Source: an optimization exercise on an open RTL-to-GDS flow (aim: small area, a short achievable clock period and few clock cycles per item). Production flows keep margins and buffers that such runs may drop. The RTL was checked by simulation tests, not by an equivalence proof against the original design.

build 78:
==> flow/design.v <==
module aes_sbox_a (
    input  wire [7:0]  a,
    output wire [11:0] p
);
    function [3:0] gf4_mul;
        input [3:0] a;
        input [3:0] b;
        reg   [6:0] r;
        begin
            r = ({7{b[0]}} & {3'b0, a}) ^ ({7{b[1]}} & {2'b0, a, 1'b0}) ^
                ({7{b[2]}} & {1'b0, a, 2'b0}) ^ ({7{b[3]}} & {a, 3'b0});
            if (r[6]) r = r ^ 7'b1001100;
            if (r[5]) r = r ^ 7'b0100110;
            if (r[4]) r = r ^ 7'b0010011;
            gf4_mul = r[3:0];
        end
    endfunction
    wire [7:0] m;    
    assign m[0] = a[0] ^ a[5] ^ a[7];
    assign m[1] = a[2];
    assign m[2] = a[2] ^ a[3] ^ a[4] ^ a[5] ^ a[6] ^ a[7];
    assign m[3] = a[3] ^ a[4];
    assign m[4] = a[4] ^ a[5] ^ a[6];
    assign m[5] = a[1] ^ a[4] ^ a[6] ^ a[7];
    assign m[6] = a[2] ^ a[3] ^ a[5] ^ a[7];
    assign m[7] = a[5] ^ a[7];
    wire [3:0] h = m[7:4];
    wire [3:0] l = m[3:0];
    wire [3:0] d = gf4_mul(gf4_mul(h, h), 4'd8) ^ gf4_mul(h, l) ^ gf4_mul(l, l);
    wire [3:0] di;
    assign di[0] = d[0] ^ d[1] ^ d[2] ^ (d[0] & d[2]) ^ (d[1] & d[2]) ^
                   (d[0] & d[1] & d[2]) ^ d[3] ^ (d[1] & d[2] & d[3]);
    assign di[1] = (d[0] & d[1]) ^ (d[0] & d[2]) ^ (d[1] & d[2]) ^ d[3] ^
                   (d[1] & d[3]) ^ (d[0] & d[1] & d[3]);
    assign di[2] = (d[0] & d[1]) ^ d[2] ^ (d[0] & d[2]) ^ d[3] ^
                   (d[0] & d[3]) ^ (d[0] & d[2] & d[3]);
    assign di[3] = d[1] ^ d[2] ^ d[3] ^ (d[0] & d[3]) ^ (d[1] & d[3]) ^
                   (d[2] & d[3]) ^ (d[1] & d[2] & d[3]);
    assign p = {h, l, di};
endmodule
module aes_sbox_b (
    input  wire [11:0] p,
    output wire [7:0]  y
);
    function [3:0] gf4_mul;
        input [3:0] a;
        input [3:0] b;
        reg   [6:0] r;
        begin
            r = ({7{b[0]}} & {3'b0, a}) ^ ({7{b[1]}} & {2'b0, a, 1'b0}) ^
                ({7{b[2]}} & {1'b0, a, 2'b0}) ^ ({7{b[3]}} & {a, 3'b0});
            if (r[6]) r = r ^ 7'b1001100;
            if (r[5]) r = r ^ 7'b0100110;
            if (r[4]) r = r ^ 7'b0010011;
            gf4_mul = r[3:0];
        end
    endfunction
    wire [3:0] h = p[11:8];
    wire [3:0] l = p[7:4];
    wire [3:0] di = p[3:0];
    wire [7:0] t = {gf4_mul(h, di), gf4_mul(h ^ l, di)};
    assign y[0] = ~(t[0] ^ t[2] ^ t[6]);
    assign y[1] = ~(t[0] ^ t[1] ^ t[2] ^ t[3] ^ t[4] ^ t[5]);
    assign y[2] = t[0] ^ t[3] ^ t[5] ^ t[6];
    assign y[3] = t[0] ^ t[2] ^ t[5];
    assign y[4] = t[0] ^ t[1] ^ t[3] ^ t[4] ^ t[5];
    assign y[5] = ~(t[1] ^ t[2] ^ t[3] ^ t[5] ^ t[6] ^ t[7]);
    assign y[6] = ~(t[4] ^ t[6] ^ t[7]);
    assign y[7] = t[1] ^ t[2];
endmodule
module aes_enc_core (
    input  wire         clk,
    input  wire         rst,         
    input  wire         in_valid,
    output wire         in_ready,
    input  wire         key_256,     
    input  wire [255:0] key,
    input  wire [127:0] block,
    output wire         out_valid,
    output wire [127:0] out_data
);
    function [7:0] xtime;
        input [7:0] b;
        xtime = {b[6:0], 1'b0} ^ (b[7] ? 8'h1b : 8'h00);
    endfunction
    function [31:0] mix_column;
        input [31:0] c;
        reg [7:0] a0, a1, a2, a3, t;
        begin
            a0 = c[31:24]; a1 = c[23:16]; a2 = c[15:8]; a3 = c[7:0];
            t = a0 ^ a1 ^ a2 ^ a3;
            mix_column[31:24] = a0 ^ t ^ xtime(a0 ^ a1);
            mix_column[23:16] = a1 ^ t ^ xtime(a1 ^ a2);
            mix_column[15:8]  = a2 ^ t ^ xtime(a2 ^ a3);
            mix_column[7:0]   = a3 ^ t ^ xtime(a3 ^ a0);
        end
    endfunction
    function [7:0] rcon;
        input       k256;
        input [3:0] r;
        reg   [3:0] i;
        begin
            i = k256 ? (r[0] ? ({1'b0, r[3:1]} + 4'd1) : 4'd0) : r;
            case (i)
                4'd1:    rcon = 8'h01;
                4'd2:    rcon = 8'h02;
                4'd3:    rcon = 8'h04;
                4'd4:    rcon = 8'h08;
                4'd5:    rcon = 8'h10;
                4'd6:    rcon = 8'h20;
                4'd7:    rcon = 8'h40;
                4'd8:    rcon = 8'h80;
                4'd9:    rcon = 8'h1b;
                4'd10:   rcon = 8'h36;
                default: rcon = 8'h00;
            endcase
        end
    endfunction
    reg [127:0] s;               
    reg [191:0] p;               
    reg [127:0] x;               
    reg [255:0] k0, k1, k2;      
    reg [31:0]  kw;              
    reg [47:0]  kp;              
    reg [31:0]  kt;              
    reg         v0, v1, v2;      
    reg         w0, w1, w2;      
    reg [3:0]   r0, r1, r2;      
    reg         f1, f2;          
    reg [127:0] out_q;
    reg         out_v;
    reg         ready;
    assign in_ready  = ready;
    assign out_valid = out_v;
    assign out_data  = out_q;
    wire [191:0] pa;
    wire [127:0] xb;
    wire [47:0]  kpa;
    wire [31:0]  ktb;
    genvar i;
    generate
        for (i = 0; i < 16; i = i + 1) begin : g_sbox
            aes_sbox_a u_a (.a(s[8*i +: 8]),   .p(pa[12*i +: 12]));
            aes_sbox_b u_b (.p(p[12*i +: 12]), .y(xb[8*i +: 8]));
        end
        for (i = 0; i < 4; i = i + 1) begin : g_ksbox
            aes_sbox_a u_a (.a(kw[8*i +: 8]),   .p(kpa[12*i +: 12]));
            aes_sbox_b u_b (.p(kp[12*i +: 12]), .y(ktb[8*i +: 8]));
        end
    endgenerate
    always @(posedge clk) begin
        p  <= pa;
        k1 <= k0;
        kp <= kpa;
        w1 <= w0;
        r1 <= r0;
        f1 <= (r0 == (w0 ? 4'd14 : 4'd10));
        x  <= xb;
        k2 <= k1;
        kt <= ktb ^ {rcon(w1, r1), 24'h0};
        w2 <= w1;
        r2 <= r1;
        f2 <= f1;
    end
    wire [127:0] y = x;
    wire [127:0] sr;
    generate
        for (i = 0; i < 16; i = i + 1) begin : g_shift
            localparam integer R = i % 4;
            localparam integer C = i / 4;
            localparam integer SRC = 4 * ((C + R) % 4) + R;
            assign sr[127-8*i -: 8] = y[127-8*SRC -: 8];
        end
    endgenerate
    wire [127:0] mc = {mix_column(sr[127:96]), mix_column(sr[95:64]),
                       mix_column(sr[63:32]),  mix_column(sr[31:0])};
    wire [127:0] ka  = k2[255:128];
    wire [127:0] kb  = k2[127:0];
    wire [31:0]  kt2 = kt;
    wire [31:0]  kp0 = ka[127:96];
    wire [31:0]  kp1 = kp0 ^ ka[95:64];
    wire [31:0]  kp2 = kp1 ^ ka[63:32];
    wire [31:0]  kp3 = kp2 ^ ka[31:0];
    wire [127:0] knew = {kp0 ^ kt2, kp1 ^ kt2, kp2 ^ kt2, kp3 ^ kt2};
    wire [127:0] rk   = w2 ? kb : knew;      
    wire       v_n = ready ? in_valid : (v2 && !f2);
    wire       w_n = ready ? key_256  : w2;
    wire [3:0] r_n = ready ? 4'd1     : r2 + 4'd1;
    wire        rot_c = !w2 || !r2[0];
    wire [31:0] kw_l  = key_256 ? key[31:0] : key[159:128];
    wire [31:0] kw_c  = rot_c ? {knew[23:0], knew[31:24]} : knew[31:0];
    always @(posedge clk) begin
        out_q <= sr ^ rk;
        s     <= (ready ? block : mc) ^ (ready ? key[255:128] : rk);
        k0    <= ready ? key : (w2 ? {kb, knew} : {knew, knew});
        kw    <= ready ? {kw_l[23:0], kw_l[31:24]} : kw_c;
        w0    <= w_n;
        r0    <= r_n;
    end
    wire early_s = v0  && w0  && (r0  < 4'd5);
    wire early_n = v_n && w_n && (r_n < 4'd5);
    always @(posedge clk) begin
        if (rst) begin
            v0    <= 1'b0;
            v1    <= 1'b0;
            v2    <= 1'b0;
            out_v <= 1'b0;
            ready <= 1'b1;
        end else begin
            v0    <= v_n;
            v1    <= v0;
            v2    <= v1;
            out_v <= v2 && f2;
            ready <= (!v1 || f1) && !early_s && !early_n;
        end
    end
endmodule
clock: 10.0 ns
lec_check: 0
cap_margin: 20
core_margin: 2
core_utilization: 55
place_density_lb_addon: 0.1
slew_margin: 20
standard.sh (not shown) runs the stock make flow with config.mk's settings and CLKGATE_MAP_FILE= SYNTH_SCRIPT=/design/flow/synth_recipe.tcl, a recipe that flattens the netlist after the stock synthesis.
==> flow/flow/run.sh <==
#!/bin/bash
set -euo pipefail
W=$(pwd)
SETUP_MARGIN=${SETUP_MARGIN:-6.7}
bash standard.sh SYNTH_SCRIPT="$W/flow/synth.tcl" \
  BUFFER_PORTS_ARGS="-buffer_cell sky130_fd_sc_hd__buf_1" \
  SETUP_SLACK_MARGIN="$SETUP_MARGIN" finish > "$W/flow_make.log" 2>&1
==> flow/flow/synth.tcl <==
# The standard synthesis (synth_recipe.tcl), except that the technology
# mapping uses ABC's default liberty script (&nf mapper) in place of ORFS's
# abc_speed/abc_area scripts. Every other ABC argument ORFS passes is kept.
proc synth {args} { yosys synth -nofsm -noshare {*}$args }
proc abc {args} {
  set a {}
  set skip 0
  foreach x $args {
    if {$skip} { set skip 0; continue }
    if {$x eq "-script"} { set skip 1; continue }
    lappend a $x
  }
  yosys abc {*}$a
}
source $::env(SCRIPTS_DIR)/synth.tcl
# left out here: clear keep_hierarchy, flatten, clean up, hide names made inside functions, write 1_2_yosys.v
Testbench counts of build 78, summed over its fixed seeds: cycles 78,409, items 6,400.
Edits applied to the flow inputs when going from build 78 to build 28:
Settings: an added CTS_CLUSTER_SIZE of 25; a change of CORE_UTILIZATION from 55 to 40; an added CTS_CLUSTER_DIAMETER of 80; a deleted PLACE_DENSITY_LB_ADDON that had been 0.1.
--- a/flow/flow/run.sh
+++ b/flow/flow/run.sh
@@ -3,3 +3,4 @@
 W=$(pwd)
-SETUP_MARGIN=${SETUP_MARGIN:-6.7}
+SETUP_MARGIN=${SETUP_MARGIN:-6.9}
+export FLOW_ABC_SCRIPT="$W/flow/abc.script"
 bash standard.sh SYNTH_SCRIPT="$W/flow/synth.tcl" \
==> flow/flow/abc.script (new file) <==
strash
&get -n
&fraig -x
&put
scorr
dc2
dretime
strash
&get -n
&dch -f
&nf -D 10
&put
strash
&get -n
&dch -f
&nf -D 10
&put
--- a/flow/flow/synth.tcl
+++ b/flow/flow/synth.tcl
@@ -1,4 +1,5 @@
 # The standard synthesis (synth_recipe.tcl), except that the technology
-# mapping uses ABC's default liberty script (&nf mapper) in place of ORFS's
-# abc_speed/abc_area scripts. Every other ABC argument ORFS passes is kept.
+# mapping uses flow/abc.script (ABC's default liberty script with the &nf
+# mapping run twice) in place of ORFS's abc_speed/abc_area scripts. Every
+# other ABC argument ORFS passes is kept.
 proc synth {args} { yosys synth -nofsm -noshare {*}$args }
@@ -12,3 +13,3 @@
   }
-  yosys abc {*}$a
+  yosys abc -script $::env(FLOW_ABC_SCRIPT) {*}$a
 }
[summary]
Going from build 78 to build 28, maximum operating frequency saw a decrease, initial standard-cell utilization of the core now smaller.
[compare] base=build 78 new=build 28: worst hold slack climbed 8.9 ps; placeable core region rose by about 34%.
Relative to build 78, clock-buffer cell count decreased by 110 in build 28.
The run showing the greater first-pass detailed-route iteration total is build 78.
Re H-tree depth reported by CTS: build 28 is 1 down on build 78.
For the combined area of the multi-input logic cells, build 28 came in 2.2% higher than build 78 did.
Inputs modified between build 28 and build 74:
Settings: swapping 40 for 45 in CORE_UTILIZATION.
--- a/flow/flow/run.sh
+++ b/flow/flow/run.sh
@@ -4,3 +4,2 @@
 SETUP_MARGIN=${SETUP_MARGIN:-6.9}
-export FLOW_ABC_SCRIPT="$W/flow/abc.script"
 bash standard.sh SYNTH_SCRIPT="$W/flow/synth.tcl" \
--- a/flow/flow/synth.tcl
+++ b/flow/flow/synth.tcl
@@ -1,5 +1,4 @@
 # The standard synthesis (synth_recipe.tcl), except that the technology
-# mapping uses flow/abc.script (ABC's default liberty script with the &nf
-# mapping run twice) in place of ORFS's abc_speed/abc_area scripts. Every
-# other ABC argument ORFS passes is kept.
+# mapping uses ABC's default liberty script (&nf mapper) in place of ORFS's
+# abc_speed/abc_area scripts. Every other ABC argument ORFS passes is kept.
 proc synth {args} { yosys synth -nofsm -noshare {*}$args }
@@ -13,3 +12,3 @@
   }
-  yosys abc -script $::env(FLOW_ABC_SCRIPT) {*}$a
+  yosys abc {*}$a
 }
removed: flow/flow/abc.script
Notes after the runs:
Per the comparison of build 74 with build 28, number of cells produced by synthesis now larger, worst setup slack went up by 86 ps. Number of nets in the layout (higher): build 74. Post-synthesis sequential area ratio: build 74 lower than build 28. Against build 28, routed length on met3 in build 74 rose by more than 10%.
Changes in build 75 relative to build 74:
Settings: CORE_UTILIZATION changed from 45 to 40; CTS_CLUSTER_DIAMETER changed from 80 to 100; CTS_CLUSTER_SIZE changed from 25 to 30.
==> comparison <==
Going from build 74 to build 75, total of plain and repair buffers excluding clock buffers grew slightly.
Final instance area essentially unchanged between build 75 and build 74.
Taking build 74 as the reference point, the signed area change from the synthesized netlist to the final layout of build 75 falls by 0.27 points.
Of build 75 and build 74, the higher number of diodes belongs to build 74.
The fraction of area in non-clock buffers on build 75 is in line with that on build 74.
Compared to build 74, the routing of build 75 uses more wire.
Input-level comparison between build 86 and build 75:
Settings: CTS_CLUSTER_DIAMETER: 100 -> 80; CORE_UTILIZATION: 40 -> 45.
--- a/flow/flow/run.sh
+++ b/flow/flow/run.sh
@@ -3,3 +3,3 @@
 W=$(pwd)
-SETUP_MARGIN=${SETUP_MARGIN:-6.9}
+SETUP_MARGIN=${SETUP_MARGIN:-6.75}
 bash standard.sh SYNTH_SCRIPT="$W/flow/synth.tcl" \
==> summary.txt <==
Between build 86 and build 75, the met2 routed wirelength is higher for build 75. Max clock latency at the later pin of the worst-skew pair across build 86 and build 75: build 86. [compare] base=build 75 new=build 86: wire length now sits lower; cell area went down by about 1.7%; first-pass GRT wire length now sits lower; cell count fell 293; data arrival at the endpoint of the critical path essentially unchanged. Build 86 finished every stage and its layout cleared the timing, design-rule and antenna checks. Diff build 75 -> build 86 | global-route usage | increase of 2.4 points. Synthesized instance count came out exactly the same in build 86 and build 75. Build 86 — hold slack 3.4 ps lower, build 75 as reference. The delay of the slowest critical-path stage on build 75 is in line with that on build 86.

==> afterwards: timing with drivers on the ports <==
Ports are ideal in the flow. The routed layouts listed here were re-timed in OpenROAD. Step 1 assumes that a clkbuf_16 drives the clock port and a buf_2 every other input. Step 2, shift: input delay + t, output delay - t, t = (earliest + latest rising clock arrival at the registers) / 2. This alone moves slack from input paths to output paths. Three values: ideal ports, drivers, drivers and shift; two values: the first two.
| run | t (ns) | slack for setup (ns) | worst hold slack (ns) | worst setup path after step 2 |
|---|---|---|---|---|
| build 78 | 0.867 | 6.714 / 6.637 / 6.473 | 0.294 / 0.294 / 0.294 | input to register |
| build 28 | 0.818 | 6.639 / 6.558 / 6.541 | 0.303 / 0.303 / 0.303 | input to register |
| build 74 | 0.808 | 6.725 / 6.639 / 6.497 | 0.311 / 0.311 / 0.311 | input to register |
| build 75 | 0.774 | 6.734 / 6.656 / 6.482 | 0.312 / 0.312 / 0.312 | input to register |
| build 86 | 0.793 | 6.743 / 6.662 / 6.497 | 0.309 / 0.309 / 0.309 | input to register |
After both steps setup and hold are still met in every run listed. For build 75, which loses most, drivers alone change the setup slack by -0.078 ns; drivers and shift together by -0.252 ns.
